From an optimization exercise on the open Yosys and OpenROAD flow, aimed at small area, a short achievable clock period and few clock cycles per item; shortcuts taken in it are not production practice.
At most, simulation tests tie the RTL to the original design; equivalence was not proved.

== oak ==
Design ecc79_codec, start of the top module:
module ecc79_codec (
    input  wire        clk,
    input  wire        rst,
    input  wire        in_valid,
    input  wire        in_mode,
    input  wire [78:0] in_word,
    output reg         out_valid,
    output reg  [78:0] out_word,
    output reg  [1:0]  out_status
);
==> flow/config.mk <==
export PLATFORM = sky130hd
export DESIGN_NAME = ecc79_codec
export DESIGN_NICKNAME = ecc79_codec
export VERILOG_FILES = /design/flow/design.v
export SDC_FILE = /design/flow/constraint.sdc
export NUM_CORES = 4
export LEC_CHECK = 0
export CAP_MARGIN = 20
export CORE_MARGIN = 2
export CORE_UTILIZATION = 40
export SETUP_SLACK_MARGIN = 0.5
export SLEW_MARGIN = 20
==> flow/constraint.sdc <==
create_clock -name core_clock -period 17.0 [get_ports {clk}]
set_input_delay 3.4000 -clock core_clock [delete_from_list [all_inputs] [get_ports {clk}]]
set_output_delay 3.4000 -clock core_clock [all_outputs]
set_load 0.01 [all_outputs]
standard.sh (not shown) runs the stock make flow with config.mk's settings and CLKGATE_MAP_FILE= SYNTH_SCRIPT=/design/flow/synth_recipe.tcl, a recipe that flattens the netlist after the stock synthesis.
==> flow/flow/run.sh <==
#!/bin/bash
# Standard synthesis and layout, with two changes: the port buffers use buf_1
# instead of the buffer_ports default (a delay buffer, clkdlybuf4s50_1), and
# timing repair aims for more setup slack than the clock period needs.
set -euo pipefail
bash standard.sh 'BUFFER_PORTS_ARGS=-buffer_cell sky130_fd_sc_hd__buf_1' \
    SETUP_SLACK_MARGIN=8.2 finish > standard.log 2>&1
In summary, oak completed successfully, with a layout that passed the timing, DRC and antenna checks.
Testbench counts of oak, summed over its fixed seeds: cycles 4,800, items 4,800.
--- input diff oak..pine ---
-- flow/flow/run.sh --
<<< oak, line 5
set -euo pipefail
bash standard.sh 'BUFFER_PORTS_ARGS=-buffer_cell sky130_fd_sc_hd__buf_1' \
    SETUP_SLACK_MARGIN=8.2 finish > standard.log 2>&1
>>> pine, line 5
set -euo pipefail
bash standard.sh 'BUFFER_PORTS_ARGS=-buffer_cell sky130_fd_sc_hd__buf_1' \
    SETUP_SLACK_MARGIN=8.4 finish > standard.log 2>&1
Results
Per the comparison of pine with oak, core utilization of the finished layout increased by 0.96 points relative to the old numbers.
Result: PASS for each of oak and pine
Origin of the worst setup path = in_word[55]: pine; origin of the worst setup path = in_word[41]: oak
Re number of diodes added for antenna fixing: oak was higher than pine.
Modified inputs, birch compared to pine
==> flow/flow/run.sh <==
#!/bin/bash
# Standard synthesis and layout; the port buffers use buf_1 instead of the
# buffer_ports default (a delay buffer, clkdlybuf4s50_1).
set -euo pipefail
bash standard.sh 'BUFFER_PORTS_ARGS=-buffer_cell sky130_fd_sc_hd__buf_1' finish > standard.log 2>&1
- pine vs birch, classification of the worst setup path: input pin to flop vs flop to output pin
- Lower data required time of the worst path among pine and birch: birch
- Comparing pine and birch, utilization is lower on birch.
- Non-clock buffer count, birch vs pine: down by more than 10%
- As far as netlist area before placement goes, birch and pine are indistinguishable; the numbers are identical.
- Max final net count across pine and birch: pine
- Diff pine and birch: global-route usage lower in birch
- Taking birch as 1.0, pine lands at 1.06 on design area.

========
== run 1 ==
ecc79_codec, a different RTL version from the one above (not shown whole).
Size in the first run: ~1,400 cells after synthesis, roughly 97 flip-flops, ~0.012 mm2 of cells after synthesis.
Settings: LEC_CHECK=0, CAP_MARGIN=20, CORE_MARGIN=2, CORE_UTILIZATION=40, SETUP_SLACK_MARGIN=0.5, SLEW_MARGIN=20; clock period 17.0 ns.
==> flow/flow/run.sh <==
#!/bin/bash
# Standard synthesis and layout, with two changes: the port buffers use buf_1
# instead of the buffer_ports default (a delay buffer, clkdlybuf4s50_1), and
# timing repair aims for more setup slack than the clock period needs.
set -euo pipefail
bash standard.sh 'BUFFER_PORTS_ARGS=-buffer_cell sky130_fd_sc_hd__buf_1' \
    SETUP_SLACK_MARGIN=8.4 finish > standard.log 2>&1
Run 1 finished all stages; the layout is clean.
Changes in run 2 relative to run 1:
diff --git a/flow/flow/run.sh b/flow/flow/run.sh
--- a/flow/flow/run.sh
+++ b/flow/flow/run.sh
@@ -7 +7 @@
-    SETUP_SLACK_MARGIN=8.4 finish > standard.log 2>&1
+    SETUP_SLACK_MARGIN=8.8 finish > standard.log 2>&1
==> notes.md <==
Sequential share of layout area in run 2 vs run 1: down 1.0 points
Run 2 falls short of run 1 in final design area excluding fillers.
Compared run 2 vs run 1, and met3 wire length is up in run 2.
Between run 2 and run 1, the met2 track utilization from global routing is higher for run 1.
Critical path depth (run 2 over run 1): increase, 3
Compared with run 1, in run 2 flip-flop and latch area closely matched the old numbers, total length of routed wires increased by about 1.6% relative to the old numbers.
Function was not checked in any run of this note: the RTL went through the layout flow alone.

========
RTL: one of the versions met above, not the one the previous note started from.
Size: about 12,000 um^2 of cells after synthesis.
export LEC_CHECK = 0
export CAP_MARGIN = 20
export CORE_MARGIN = 2
export CORE_UTILIZATION = 40
export SETUP_SLACK_MARGIN = 0.5
export SLEW_MARGIN = 20
create_clock -name core_clock -period 17.0 [get_ports {clk}]
==> flow/flow/run.sh <==
#!/bin/bash
# Standard synthesis and layout, with two changes: the port buffers use buf_1
# instead of the buffer_ports default (a delay buffer, clkdlybuf4s50_1), and
# timing repair aims for more setup slack than the clock period needs.
set -euo pipefail
bash standard.sh 'BUFFER_PORTS_ARGS=-buffer_cell sky130_fd_sc_hd__buf_1' \
    SETUP_SLACK_MARGIN=7 finish > standard.log 2>&1
Testbench counts at the start, summed over its fixed seeds: cycles 4,800, items 4,800.
Edit:
--- a/flow/flow/run.sh
+++ b/flow/flow/run.sh
@@ -5,3 +5,3 @@
 set -euo pipefail
 bash standard.sh 'BUFFER_PORTS_ARGS=-buffer_cell sky130_fd_sc_hd__buf_1' \
-    SETUP_SLACK_MARGIN=7 finish > standard.log 2>&1
+    SETUP_SLACK_MARGIN=8.4 RECOVER_POWER=100 finish > standard.log 2>&1
After rerunning: With this change the flow reached the layout checks and failed them: capacitance limit, slew limit; cell area rises by a few percent; via count goes up slightly; utilization rose by 1.5 points; flip-flop and latch count does not change; critical path depth went down by 1; non-clock buffer count increases by 25; routed wire length climbs by a few percent.

-- afterwards: timing with drivers on the ports --
How much do the figures lean on ideal ports? The routed layouts below were timed once more, with nothing changed but the port constraints.
Step 1: set_driving_cell puts a clkbuf_16 on clk and a buf_2 on each other input, an assumption about the parent block.
Step 2 also shifts input and output timing later by t, the mid clock arrival at the registers, as if the neighbouring blocks saw the same clock.
Slacks: ideal ports / drivers / drivers and shift; pairs: ideal ports / drivers.
run | shift t [ns] | setup WS [ns] | worst setup path at the end | clock arrival spread, ns | worst slew at a driven data input, ns
oak | 0.393 | 8.339 / 8.349 / 7.956 | input to register | 0.023 / 0.022 | 0.08
pine | 0.393 | 8.557 / 8.570 / 8.183 | input to register | 0.021 / 0.021 | 0.08
birch | 0.395 | 6.975 / 6.933 / 7.076 | input to register | 0.023 / 0.023 | 0.08
run 1 | 0.398 | 8.537 / 8.553 / 8.155 | input to register | 0.015 / 0.015 | 0.07
run 2 | 0.399 | 8.697 / 8.656 / 8.574 | input to register | 0.015 / 0.015 | 0.08
the first run of note 3 | 0.396 | 7.497 / 7.489 / 7.104 | input to register | 0.020 / 0.020 | 0.08
the second run of note 3 | 0.395 | 5.288 / 5.301 / 4.906 | input to register | 0.020 / 0.020 | 0.08
The setup slack of the first run of note 3, which loses most, moves by -0.008 ns with the drivers and by -0.393 ns with both steps.
